Background: an optimization exercise with open tools, aiming at small area, a short achievable clock period and few clock cycles per item. Do not read the settings as production practice. The RTL was checked by simulation tests, not by an equivalence proof against the original design.

==> inputs of job 1381 <==
## freq_regress
module freq_regress (
    input  wire        clk,
    input  wire        rst,           
    input  wire        start,         
    input  wire [29:0] p_nom,         
    input  wire        stamp_valid,
    input  wire [39:0] stamp,         
    input  wire        stamp_last,    
    output wire        stamp_ready,
    output wire        busy,
    output wire        done,          
    output wire        ok,            
    output wire [5:0]  kept,          
    output wire [47:0] period_q,      
    output wire [55:0] anchor_q,      
    output wire [31:0] freq           
);
export LEC_CHECK = 0
export CAP_MARGIN = 20
export CORE_MARGIN = 2
export CORE_UTILIZATION = 40
export SLEW_MARGIN = 20
create_clock -name core_clock -period 14.0 [get_ports {clk}]
standard.sh (not shown) runs the stock make flow with config.mk's settings and CLKGATE_MAP_FILE= SYNTH_SCRIPT=/design/flow/synth_recipe.tcl, a recipe that flattens the netlist after the stock synthesis.
==> flow/flow/run.sh <==
#!/bin/bash
# The standard layout (standard.sh: the standard synthesis, floorplan,
# placement, CTS and routing at the design's clock period and constraints),
# with the timing repair steps aiming at a larger setup slack margin so that
# the layout's achieved period comes out shorter. The make output goes to
# layout.log; ORFS keeps each step's own log under orfs/logs/.
set -euo pipefail
bash standard.sh SETUP_SLACK_MARGIN=9.5 finish > layout.log 2>&1
==> job 137 (differences from job 1381) <==
--- a/flow/design.v
+++ b/flow/design.v
@@ -46,12 +46,13 @@
     reg  [5:0]  nrecv;          
     reg         got_last;
     reg         hv, tv;         
     reg  [39:0] hs, ts;
     reg         have0;          
     reg  [39:0] s0;             
+    reg  [8:0]  s0h1;           
     reg  [35:0] tlo, thi;       
     reg  [1:0]  mode;
     reg  [9:0]  mcnt;
     reg  [35:0] u;              
     reg  [2:0]  op;             
     reg  [31:0] sp;             
@@ -65,14 +66,15 @@
     reg  [47:0] B1k;
     reg  [3:0]  j;
     reg  [51:0] accP, cryP;     
     reg  [61:0] accA, cryA;
     assign busy        = busy_r;
     assign stamp_ready = rdy_r;
-    wire [40:0] sdiff = {1'b0, hs} - {1'b0, s0};
-    wire        excl  = sdiff[40] | (|sdiff[39:32]);
+    wire [32:0] sdiff = {1'b0, hs[31:0]} - {1'b0, s0[31:0]};
+    wire        excl  = ~(((hs[39:32] == s0[39:32]) & ~sdiff[32]) |
+                          (({1'b0, hs[39:32]} == s0h1) & sdiff[32]));
     wire [35:0] wlo   = {hs[33:0], 2'b00} - tlo;
     wire [35:0] whi   = {hs[33:0], 2'b00} - thi;
     wire        lo_ok = ~wlo[35];
     wire        hi_ok = whi[35];
     wire [35:0] ulo4  = u - {4'd0, p, 2'b00};                
     wire [35:0] uhi4  = u - {3'd0, p3, 1'b1};                
@@ -199,12 +201,13 @@
             op <= O_NONE;
             sp <= sdiff[31:0];
             if (ev) begin
                 if (!have0) begin
                     have0 <= 1'b1;
                     s0    <= hs;
+                    s0h1  <= {1'b0, hs[39:32]} + 9'd1;
                     tlo   <= tlo_k;
                     thi   <= thi_k;
                     op    <= O_FIRST;
                 end else begin
                     if (n_slow) begin
                         u    <= wlo;
@@ -265,12 +268,13 @@
         end
     end
     reg  [1:0]  dst;
     reg  [4:0]  dcnt;
     reg  [28:0] dD;
     reg  [30:0] dD3;
+    reg         f125;           
     reg  [51:0] dNp;
     reg  [53:0] dNp3;
     reg  [78:0] RP, RA;         
     reg  [83:0] RF;             
     reg  [39:0] s0d;
     reg  [5:0]  keptd;
@@ -291,13 +295,12 @@
                           .dv3(dD3), .rem_o(rp2), .q(qp));
     fr_div #(.W(29)) u_a (.rem(RA[78:50]), .b1(RA[49]), .b0(RA[48]), .dv(dD),
                           .dv3(dD3), .rem_o(ra2), .q(qa));
     fr_div #(.W(52)) u_f (.rem(RF[83:32]), .b1(RF[31]), .b0(RF[30]), .dv(dNp),
                           .dv3(dNp3), .rem_o(rf2), .q(qf));
     wire [54:0] fv    = RF[83:29];
-    wire        f125  = (dcnt < 5'd3);
     wire [54:0] fvm   = fv + (f125 ? {fv[47:0], 7'd0} : {fv[50:0], 4'd0})
                            + (f125 ? ~{fv[52:0], 2'b00} : {fv[51:0], 3'd0})
                            + {54'd0, f125};
     wire [46:0] per_r = RP[49:3] + {46'd0, RP[2]};
     wire [55:0] anc_r = {s0d, 16'd0} + {{8{~RA[49]}}, RA[48:1]} + {55'd0, RA[0]};
     wire [29:0] frq_r = RF[31:2] + {29'd0, RF[1]};
@@ -307,12 +310,13 @@
             donr <= 1'b0;
         end else begin
             donr <= 1'b0;
             if (hand) begin
                 dD    <= D;
                 dD3   <= {D, 1'b0} + {2'b00, D};
+                f125  <= 1'b1;
                 dNp   <= Np;
                 RP    <= {8'd0, Np, 19'd0};
                 RA    <= {Nap, 17'd0};
                 RF    <= {26'd0, D, 29'd0};
                 s0d   <= s0;
                 keptd <= K;
@@ -320,12 +324,13 @@
                 dcnt  <= 5'd0;
                 dst   <= D_RUN;
             end else begin
                 case (dst)
                 D_RUN: begin
                     if (dcnt == 5'd0) dNp3 <= {dNp, 1'b0} + {2'b00, dNp};
+                    f125 <= (dcnt < 5'd2);
                     RP   <= {rp2, RP[47:0], qp};
                     RA   <= {ra2, RA[47:0], qa};
                     if (dcnt < 5'd4)
                         RF[83:29] <= fvm;
                     else if (dcnt < 5'd20)
                         RF <= {rf2, RF[29:0], qf};
==> flow/config.mk (replaced) <==
export PLATFORM = sky130hd
export DESIGN_NAME = freq_regress
export DESIGN_NICKNAME = freq_regress
export VERILOG_FILES = /design/flow/design.v
export SDC_FILE = /design/flow/constraint.sdc
export NUM_CORES = 4
export LEC_CHECK = 0
export CAP_MARGIN = 35
export CORE_MARGIN = 2
export CORE_UTILIZATION = 40
export SLEW_MARGIN = 35
==> job 6451 (differences from job 1381) <==
--- a/flow/design.v
+++ b/flow/design.v
@@ -31,13 +31,14 @@
     output wire        ok,            
     output wire [5:0]  kept,          
     output wire [47:0] period_q,      
     output wire [55:0] anchor_q,      
     output wire [31:0] freq           
 );
-    localparam [1:0] I_IDLE = 2'd0, I_RUN = 2'd1, I_PROD = 2'd2, I_HAND = 2'd3;
+    localparam [1:0] I_IDLE = 2'd0, I_RUN = 2'd1, I_HAND = 2'd3;
+    localparam [1:0] P_IDLE = 2'd0, P_RUN = 2'd1, P_HAND = 2'd2;
     localparam [1:0] M_NORM = 2'd0, M_SLOW = 2'd1, M_ADV = 2'd2;
     localparam [1:0] D_IDLE = 2'd0, D_RUN = 2'd1, D_FIN = 2'd2, D_DONE = 2'd3;
     localparam [2:0] O_NONE = 3'd0, O_FIRST = 3'd1, O_STEP = 3'd2, O_KEEP = 3'd3,
                      O_KEEP2 = 3'd7;
     reg  [1:0]  ist;
     reg         busy_r, rdy_r;
@@ -46,12 +47,13 @@
     reg  [5:0]  nrecv;          
     reg         got_last;
     reg         hv, tv;         
     reg  [39:0] hs, ts;
     reg         have0;          
     reg  [39:0] s0;             
+    reg  [8:0]  s0h1;           
     reg  [35:0] tlo, thi;       
     reg  [1:0]  mode;
     reg  [9:0]  mcnt;
     reg  [35:0] u;              
     reg  [2:0]  op;             
     reg  [31:0] sp;             
@@ -60,19 +62,28 @@
     reg  [15:0] Sn, A1;         
     reg  [21:0] Gp;
     reg  [23:0] A2;
     reg  [28:0] D;
     reg  [37:0] Ssk;
     reg  [47:0] B1k;
-    reg  [3:0]  j;
+    reg  [1:0]  pst;
+    reg  [37:0] pSsk;
+    reg  [47:0] pB1k;
+    reg  [15:0] qSn, qA1;
+    reg  [21:0] pGp;
+    reg  [5:0]  pK;
+    reg  [28:0] pD;
+    reg  [39:0] ps0;
+    reg  [4:0]  j;
     reg  [51:0] accP, cryP;     
     reg  [61:0] accA, cryA;
     assign busy        = busy_r;
     assign stamp_ready = rdy_r;
-    wire [40:0] sdiff = {1'b0, hs} - {1'b0, s0};
-    wire        excl  = sdiff[40] | (|sdiff[39:32]);
+    wire [32:0] sdiff = {1'b0, hs[31:0]} - {1'b0, s0[31:0]};
+    wire        excl  = ~(((hs[39:32] == s0[39:32]) & ~sdiff[32]) |
+                          (({1'b0, hs[39:32]} == s0h1) & sdiff[32]));
     wire [35:0] wlo   = {hs[33:0], 2'b00} - tlo;
     wire [35:0] whi   = {hs[33:0], 2'b00} - thi;
     wire        lo_ok = ~wlo[35];
     wire        hi_ok = whi[35];
     wire [35:0] ulo4  = u - {4'd0, p, 2'b00};                
     wire [35:0] uhi4  = u - {3'd0, p3, 1'b1};                
@@ -98,93 +109,97 @@
     wire last_n   = got_last | (take & stamp_last);
     wire hv_n     = pop ? (tv | push) : (hv | push);
     wire tv_n     = pop ? (tv & push) : (tv | (hv & push));
     wire run_end  = (ist == I_RUN) & got_last & ~hv & ~tv;
     wire go       = (ist == I_IDLE) & start;
     wire div_free;
-    wire hand     = (ist == I_HAND) & div_free;
-    wire        ps   = (j < 4'd8);           
-    wire [1:0]  d_k  = (j == 4'd2) ? K[5:4] : (j == 4'd1) ? K[3:2] :
-                       (j == 4'd0) ? K[1:0] : 2'b00;
-    wire [1:0]  d_sn = ps ? Sn[15:14] : 2'b00;
-    wire [1:0]  d_a1 = ps ? A1[15:14] : 2'b00;
-    wire [1:0]  d_gp = Gp[21:20];
+    wire hand     = (pst == P_HAND) & div_free;               
+    wire prod_free = (pst == P_IDLE) | hand;
+    wire take_p   = (ist == I_HAND) & prod_free;              
+    wire        ps   = (j < 5'd16);          
+    wire        b_k  = (j < 5'd6) & pK[j[2:0]];
+    wire        b_sn = ps & qSn[15];
+    wire        b_a1 = ps & qA1[15];
+    wire        b_gp = pGp[21];
     wire        dbl  = op[2];
     wire [23:0] a2x  = dbl ? {7'd0, A1[14:0], 2'b00} : {8'd0, A1[14:0], 1'b0};
     wire [23:0] a2k  = dbl ? {16'd0, K, 2'b00} : {18'd0, K};
     wire [23:0] a2s  = A2 + a2x + a2k;
     wire [28:0] D_k  = D + {5'd0, A2} + {5'd0, a2x} + {5'd0, a2k};
-    wire [51:0] pP1 = d_a1[0] ? {14'd0, Ssk} : 52'd0;
-    wire [51:0] pP2 = d_a1[1] ? {13'd0, Ssk, 1'b0} : 52'd0;
-    wire [51:0] pP3 = ~(d_k[0] ? {4'd0, B1k} : 52'd0);
-    wire [51:0] pP4 = ~(d_k[1] ? {3'd0, B1k, 1'b0} : 52'd0);
-    wire [51:0] pPa = {accP[49:0], 2'b00}, pPb = {cryP[49:0], 2'b00};
+    wire [51:0] pP1 = b_a1 ? {14'd0, pSsk} : 52'd0;
+    wire [51:0] pP3 = ~(b_k ? {4'd0, pB1k} : 52'd0);
+    wire [51:0] pPa = {accP[50:0], 1'b0}, pPb = {cryP[50:0], 1'b0};
     wire [51:0] xP1 = pPa ^ pPb ^ pP1;
     wire [51:0] yP1 = {(pPa[50:0] & pPb[50:0]) | (pPa[50:0] & pP1[50:0]) | (pPb[50:0] & pP1[50:0]), 1'b1};
-    wire [51:0] xP2 = pP2 ^ pP3 ^ pP4;
-    wire [51:0] yP2 = {(pP2[50:0] & pP3[50:0]) | (pP2[50:0] & pP4[50:0]) | (pP3[50:0] & pP4[50:0]), 1'b1};
-    wire [51:0] xP3 = xP1 ^ yP1 ^ xP2;
-    wire [51:0] yP3 = {(xP1[50:0] & yP1[50:0]) | (xP1[50:0] & xP2[50:0]) | (yP1[50:0] & xP2[50:0]), 1'b0};
-    wire [51:0] sP  = xP3 ^ yP3 ^ yP2;
-    wire [51:0] cP  = {(xP3[50:0] & yP3[50:0]) | (xP3[50:0] & yP2[50:0]) | (yP3[50:0] & yP2[50:0]), 1'b0};
-    wire [61:0] pA1 = d_sn[0] ? {14'd0, B1k} : 62'd0;
-    wire [61:0] pA2 = d_sn[1] ? {13'd0, B1k, 1'b0} : 62'd0;
-    wire [61:0] pA3 = ~(d_gp[0] ? {24'd0, Ssk} : 62'd0);
-    wire [61:0] pA4 = ~(d_gp[1] ? {23'd0, Ssk, 1'b0} : 62'd0);
-    wire [61:0] pAa = {accA[59:0], 2'b00}, pAb = {cryA[59:0], 2'b00};
+    wire [51:0] sP  = xP1 ^ yP1 ^ pP3;
+    wire [51:0] cP  = {(xP1[50:0] & yP1[50:0]) | (xP1[50:0] & pP3[50:0]) | (yP1[50:0] & pP3[50:0]), 1'b0};
+    wire [61:0] pA1 = b_sn ? {14'd0, pB1k} : 62'd0;
+    wire [61:0] pA3 = ~(b_gp ? {24'd0, pSsk} : 62'd0);
+    wire [61:0] pAa = {accA[60:0], 1'b0}, pAb = {cryA[60:0], 1'b0};
     wire [61:0] xA1 = pAa ^ pAb ^ pA1;
     wire [61:0] yA1 = {(pAa[60:0] & pAb[60:0]) | (pAa[60:0] & pA1[60:0]) | (pAb[60:0] & pA1[60:0]), 1'b1};
-    wire [61:0] xA2 = pA2 ^ pA3 ^ pA4;
-    wire [61:0] yA2 = {(pA2[60:0] & pA3[60:0]) | (pA2[60:0] & pA4[60:0]) | (pA3[60:0] & pA4[60:0]), 1'b1};
-    wire [61:0] xA3 = xA1 ^ yA1 ^ xA2;
-    wire [61:0] yA3 = {(xA1[60:0] & yA1[60:0]) | (xA1[60:0] & xA2[60:0]) | (yA1[60:0] & xA2[60:0]), 1'b0};
-    wire [61:0] sA  = xA3 ^ yA3 ^ yA2;
-    wire [61:0] cA  = {(xA3[60:0] & yA3[60:0]) | (xA3[60:0] & yA2[60:0]) | (yA3[60:0] & yA2[60:0]), 1'b0};
+    wire [61:0] sA  = xA1 ^ yA1 ^ pA3;
+    wire [61:0] cA  = {(xA1[60:0] & yA1[60:0]) | (xA1[60:0] & pA3[60:0]) | (yA1[60:0] & pA3[60:0]), 1'b0};
     always @(posedge clk) begin
         p3 <= {1'b0, p, 1'b0} + {2'b00, p};
         if (rst) begin
             ist      <= I_IDLE;
             busy_r   <= 1'b0;
             rdy_r    <= 1'b0;
             hv       <= 1'b0;
             tv       <= 1'b0;
             got_last <= 1'b0;
             mode     <= M_NORM;
             op       <= O_NONE;
+            pst      <= P_IDLE;
         end else begin
             case (ist)
             I_IDLE: if (start) begin
                 p        <= p_nom;
                 nrecv    <= 6'd0;
                 got_last <= 1'b0;
                 have0    <= 1'b0;
                 mode     <= M_NORM;
                 busy_r   <= 1'b1;
                 ist      <= I_RUN;
             end
-            I_RUN: if (run_end) begin
+            I_RUN: if (run_end) ist <= I_HAND;
+            I_HAND: if (prod_free) begin
+                busy_r <= 1'b0;
+                ist    <= I_IDLE;
+            end
+            default: ;
+            endcase
+            if (take_p) begin
+                pSsk <= Ssk;
+                pB1k <= B1k;
+                qSn  <= Sn;
+                qA1  <= A1;
+                pGp  <= Gp;
+                pK   <= K;
+                pD   <= D;
+                ps0  <= s0;
                 accP <= 52'd0;
                 cryP <= 52'd0;
                 accA <= 62'd0;
                 cryA <= 62'd0;
-                j    <= 4'd10;
-                ist  <= I_PROD;
-            end
-            I_PROD: begin
+                j    <= 5'd21;
+                pst  <= P_RUN;
+            end else if (pst == P_RUN) begin
                 accP <= sP;
                 cryP <= cP;
                 accA <= sA;
                 cryA <= cA;
-                j    <= j - 4'd1;
-                if (j == 4'd0) ist <= I_HAND;
+                if (ps) qSn <= {qSn[14:0], 1'b0};
+                if (ps) qA1 <= {qA1[14:0], 1'b0};
+                pGp  <= {pGp[20:0], 1'b0};
+                j    <= j - 5'd1;
+                if (j == 5'd0) pst <= P_HAND;
+            end else if (hand) begin
+                pst  <= P_IDLE;
             end
-            I_HAND: if (div_free) begin
-                busy_r <= 1'b0;
-                ist    <= I_IDLE;
-            end
-            endcase
             rdy_r    <= (go | ((ist == I_RUN) & ~run_end)) & ~last_n &
                         ~(hv_n & tv_n);
             got_last <= go ? 1'b0 : last_n;
             if (take && nrecv != 6'd32) nrecv <= nrecv + 6'd1;
             hv <= hv_n;
             tv <= tv_n;
@@ -199,12 +214,13 @@
             op <= O_NONE;
             sp <= sdiff[31:0];
             if (ev) begin
                 if (!have0) begin
                     have0 <= 1'b1;
                     s0    <= hs;
+                    s0h1  <= {1'b0, hs[39:32]} + 9'd1;
                     tlo   <= tlo_k;
                     thi   <= thi_k;
                     op    <= O_FIRST;
                 end else begin
                     if (n_slow) begin
                         u    <= wlo;
@@ -251,26 +267,21 @@
                     K   <= K + 6'd1;
                     Sn  <= Sn + {6'd0, nc} + {14'd0, dbl, ~dbl};
                     Ssk <= Ssk + {5'd0, 1'b1, sp};
                     D   <= D_k;
                 end
             end
-            default: begin
-                if (ist == I_PROD) begin
-                    if (ps) Sn <= {Sn[13:0], 2'b00};
-                    if (ps) A1 <= {A1[13:0], 2'b00};
-                    Gp <= {Gp[19:0], 2'b00};
-                end
-            end
+            default: ;
             endcase
         end
     end
     reg  [1:0]  dst;
     reg  [4:0]  dcnt;
     reg  [28:0] dD;
     reg  [30:0] dD3;
+    reg         f125;           
     reg  [51:0] dNp;
     reg  [53:0] dNp3;
     reg  [78:0] RP, RA;         
     reg  [83:0] RF;             
     reg  [39:0] s0d;
     reg  [5:0]  keptd;
@@ -291,13 +302,12 @@
                           .dv3(dD3), .rem_o(rp2), .q(qp));
     fr_div #(.W(29)) u_a (.rem(RA[78:50]), .b1(RA[49]), .b0(RA[48]), .dv(dD),
                           .dv3(dD3), .rem_o(ra2), .q(qa));
     fr_div #(.W(52)) u_f (.rem(RF[83:32]), .b1(RF[31]), .b0(RF[30]), .dv(dNp),
                           .dv3(dNp3), .rem_o(rf2), .q(qf));
     wire [54:0] fv    = RF[83:29];
-    wire        f125  = (dcnt < 5'd3);
     wire [54:0] fvm   = fv + (f125 ? {fv[47:0], 7'd0} : {fv[50:0], 4'd0})
                            + (f125 ? ~{fv[52:0], 2'b00} : {fv[51:0], 3'd0})
                            + {54'd0, f125};
     wire [46:0] per_r = RP[49:3] + {46'd0, RP[2]};
     wire [55:0] anc_r = {s0d, 16'd0} + {{8{~RA[49]}}, RA[48:1]} + {55'd0, RA[0]};
     wire [29:0] frq_r = RF[31:2] + {29'd0, RF[1]};
@@ -305,27 +315,29 @@
         if (rst) begin
             dst  <= D_IDLE;
             donr <= 1'b0;
         end else begin
             donr <= 1'b0;
             if (hand) begin
-                dD    <= D;
-                dD3   <= {D, 1'b0} + {2'b00, D};
+                dD    <= pD;
+                dD3   <= {pD, 1'b0} + {2'b00, pD};
+                f125  <= 1'b1;
                 dNp   <= Np;
                 RP    <= {8'd0, Np, 19'd0};
                 RA    <= {Nap, 17'd0};
-                RF    <= {26'd0, D, 29'd0};
-                s0d   <= s0;
-                keptd <= K;
-                okd   <= (K >= 6'd2);
+                RF    <= {26'd0, pD, 29'd0};
+                s0d   <= ps0;
+                keptd <= pK;
+                okd   <= (pK >= 6'd2);
                 dcnt  <= 5'd0;
                 dst   <= D_RUN;
             end else begin
                 case (dst)
                 D_RUN: begin
                     if (dcnt == 5'd0) dNp3 <= {dNp, 1'b0} + {2'b00, dNp};
+                    f125 <= (dcnt < 5'd2);
                     RP   <= {rp2, RP[47:0], qp};
                     RA   <= {ra2, RA[47:0], qa};
                     if (dcnt < 5'd4)
                         RF[83:29] <= fvm;
                     else if (dcnt < 5'd20)
                         RF <= {rf2, RF[29:0], qf};
==> flow/config.mk (replaced) <==
export PLATFORM = sky130hd
export DESIGN_NAME = freq_regress
export DESIGN_NICKNAME = freq_regress
export VERILOG_FILES = /design/flow/design.v
export SDC_FILE = /design/flow/constraint.sdc
export NUM_CORES = 4
export LEC_CHECK = 0
export CAP_MARGIN = 35
export CORE_MARGIN = 2
export CORE_UTILIZATION = 40
export SLEW_MARGIN = 35
==> job 5693 (differences from job 1381) <==
--- a/flow/design.v
+++ b/flow/design.v
@@ -40,12 +40,13 @@
     localparam [2:0] O_NONE = 3'd0, O_FIRST = 3'd1, O_STEP = 3'd2, O_KEEP = 3'd3,
                      O_KEEP2 = 3'd7;
     reg  [1:0]  ist;
     reg         busy_r, rdy_r;
     reg  [29:0] p;
     reg  [31:0] p3;             
+    reg  [32:0] p5;             
     reg  [5:0]  nrecv;          
     reg         got_last;
     reg         hv, tv;         
     reg  [39:0] hs, ts;
     reg         have0;          
     reg  [39:0] s0;             
@@ -76,13 +77,13 @@
     wire        hi_ok = whi[35];
     wire [35:0] ulo4  = u - {4'd0, p, 2'b00};                
     wire [35:0] uhi4  = u - {3'd0, p3, 1'b1};                
     wire        slo   = ~ulo4[35];
     wire        shi   = uhi4[35];
     wire [35:0] tlo_k = {hs[33:0], 2'b00} + {4'd0, p3};
-    wire [35:0] thi_k = {hs[33:0], 2'b00} + {4'd0, p3} + {5'd0, p, 1'b1};
+    wire [35:0] thi_k = {hs[33:0], 2'b00} + {3'd0, p5};
     wire ev     = (ist == I_RUN) & hv;
     wire n_excl = (mode == M_NORM) & (excl | ~lo_ok);
     wire n_keep = (mode == M_NORM) & ~excl & lo_ok & hi_ok;
     wire n_slow = (mode == M_NORM) & ~excl & lo_ok & ~hi_ok;
     wire s_excl = (mode == M_SLOW) & ~slo;
     wire s_adv  = (mode == M_SLOW) & slo & shi;     
@@ -138,12 +139,13 @@
     wire [61:0] xA3 = xA1 ^ yA1 ^ xA2;
     wire [61:0] yA3 = {(xA1[60:0] & yA1[60:0]) | (xA1[60:0] & xA2[60:0]) | (yA1[60:0] & xA2[60:0]), 1'b0};
     wire [61:0] sA  = xA3 ^ yA3 ^ yA2;
     wire [61:0] cA  = {(xA3[60:0] & yA3[60:0]) | (xA3[60:0] & yA2[60:0]) | (yA3[60:0] & yA2[60:0]), 1'b0};
     always @(posedge clk) begin
         p3 <= {1'b0, p, 1'b0} + {2'b00, p};
+        p5 <= {1'b0, p, 2'b00} + {3'b000, p} + 33'd1;
         if (rst) begin
             ist      <= I_IDLE;
             busy_r   <= 1'b0;
             rdy_r    <= 1'b0;
             hv       <= 1'b0;
             tv       <= 1'b0;
@@ -291,16 +293,14 @@
                           .dv3(dD3), .rem_o(rp2), .q(qp));
     fr_div #(.W(29)) u_a (.rem(RA[78:50]), .b1(RA[49]), .b0(RA[48]), .dv(dD),
                           .dv3(dD3), .rem_o(ra2), .q(qa));
     fr_div #(.W(52)) u_f (.rem(RF[83:32]), .b1(RF[31]), .b0(RF[30]), .dv(dNp),
                           .dv3(dNp3), .rem_o(rf2), .q(qf));
     wire [54:0] fv    = RF[83:29];
-    wire        f125  = (dcnt < 5'd3);
-    wire [54:0] fvm   = fv + (f125 ? {fv[47:0], 7'd0} : {fv[50:0], 4'd0})
-                           + (f125 ? ~{fv[52:0], 2'b00} : {fv[51:0], 3'd0})
-                           + {54'd0, f125};
+    wire [54:0] fv25  = fv + {fv[51:0], 3'b000} + {fv[50:0], 4'b0000};
+    wire [54:0] fv5   = fv + {fv[52:0], 2'b00};
     wire [46:0] per_r = RP[49:3] + {46'd0, RP[2]};
     wire [55:0] anc_r = {s0d, 16'd0} + {{8{~RA[49]}}, RA[48:1]} + {55'd0, RA[0]};
     wire [29:0] frq_r = RF[31:2] + {29'd0, RF[1]};
     always @(posedge clk) begin
         if (rst) begin
             dst  <= D_IDLE;
@@ -322,15 +322,17 @@
             end else begin
                 case (dst)
                 D_RUN: begin
                     if (dcnt == 5'd0) dNp3 <= {dNp, 1'b0} + {2'b00, dNp};
                     RP   <= {rp2, RP[47:0], qp};
                     RA   <= {ra2, RA[47:0], qa};
-                    if (dcnt < 5'd4)
-                        RF[83:29] <= fvm;
-                    else if (dcnt < 5'd20)
+                    if (dcnt < 5'd5)
+                        RF[83:29] <= fv25;
+                    else if (dcnt == 5'd5)
+                        RF[83:29] <= fv5;
+                    else if (dcnt < 5'd22)
                         RF <= {rf2, RF[29:0], qf};
                     dcnt <= dcnt + 5'd1;
                     if (dcnt == 5'd24) dst <= D_FIN;
                 end
                 D_FIN: begin
                     RP[47:0] <= okd ? {1'b0, per_r} : 48'd0;
==> flow/run.sh (new file) <==
#!/bin/bash
# synth_recipe.tcl (not shown) runs the flow's synth.tcl, then flattens the netlist and writes it again
# the make line also repeats each setting of config.mk as NAME=value (left out here)
make -C /OpenROAD-flow-scripts/flow DESIGN_CONFIG=/design/flow/config.mk WORK_HOME=/design/flow/orfs CLKGATE_MAP_FILE= SYNTH_SCRIPT=/design/flow/synth_recipe.tcl finish
removed: flow/flow/run.sh
removed: flow/standard.sh
==> notes.md <==
item                                                                                                            job 6451             job 5693           job 1381            job 137
Run status                                                                                                finished clean       finished clean     finished clean     finished clean
Instance count on the critical path                                                                                   22                   23                 28                 19
Synth Area in Simple Gates                                                                                        13.50%               14.09%             14.02%             13.54%
Final weighted congestion in routability-driven placement                                                         0.9547               0.9364             0.9312             0.9296
Post-route cell area                                                                                         136300 um^2          130200 um^2        135300 um^2        132600 um^2
Pre-CTS setup slack                                                                                             7.788 ns             7.581 ns           7.483 ns           7.349 ns
Arithmetic-cell share of the synthesized area counting full adders, half adders and majority gates                17.17%               20.89%             20.70%             20.50%
CTS Buf Count                                                                                                        182                  172                165                164
Seq cells                                                                                                           1480                 1283               1252               1262
Ratio of cells with drive above 1 in the final layout                                                             12.23%               4.809%             12.61%             10.06%
Sequential-to-total area share from yosys stat                                                                    37.70%               31.76%             32.22%             32.25%
Fin nets                                                                                                           14085                14458              14598              14540
Total Die Area                                                                                               295800 um^2          301500 um^2        292400 um^2        294400 um^2
Maximum clock frequency                                                                                        204.5 MHz            164.1 MHz          182.4 MHz          206.5 MHz
Starting density of the core                                                                                      40.15%               40.11%             40.09%             40.24%
Fraction of area in clock buffers and inverters                                                                   4.464%               4.165%             3.837%             4.186%
Post-synthesis area per instance                                                                              9.638 um^2           9.395 um^2         9.277 um^2         9.277 um^2
Buffers plus inverters on the worst setup path                                                                         6                    5                  0                  0
Setup crit end                                                                                      RF[81]$_SDFFCE_PP0P_  D[28]$_SDFFCE_PP0P_  thi[35]$_DFFE_PP_  thi[35]$_DFFE_PP_
Post-synthesis sequential element count                                                                             1480                 1283               1252               1262
Testbench counts of job 1381, summed over its fixed seeds: cycles 21,514, gates 720.
Testbench counts of job 137, summed over its fixed seeds: cycles 21,514, gates 720.
Testbench counts of job 6451, summed over its fixed seeds: cycles 20,075, gates 720.
Testbench counts of job 5693, summed over its fixed seeds: cycles 21,514, gates 720.

## port drivers added, routing unchanged
In the flow no input, the clock included, has a driving cell. The finished layouts below were timed again as built, in two steps.
Step 1 assumes that a clkbuf_16 drives the clock port and a buf_2 every other input.
Step 2 times the ports against the registers' clock, not the clock port: input delays grow and output delays shrink by t, the midpoint of the rising clock arrivals with the driver on.
Slacks: no drivers / after step 1 / after step 2; pairs: no drivers / after step 1.
| run | t, ns | setup slack, ns | worst setup path after step 2 | pins driven straight from the clock port |
|---|---|---|---|---|
| job 1381 | 0.946 | 8.518 / 8.518 / 8.518 | register to register | 1 |
| job 137 | 0.922 | 9.157 / 9.157 / 8.714 | input to register | 1 |
| job 6451 | 0.956 | 9.111 / 9.111 / 8.707 | input to register | 1 |
| job 5693 | 0.930 | 7.905 / 7.905 / 7.638 | input to register | 1 |
After both steps setup and hold are still met in every run listed. The setup slack of job 137, which loses most, moves by 0.000 ns with the drivers and by -0.443 ns with both steps.
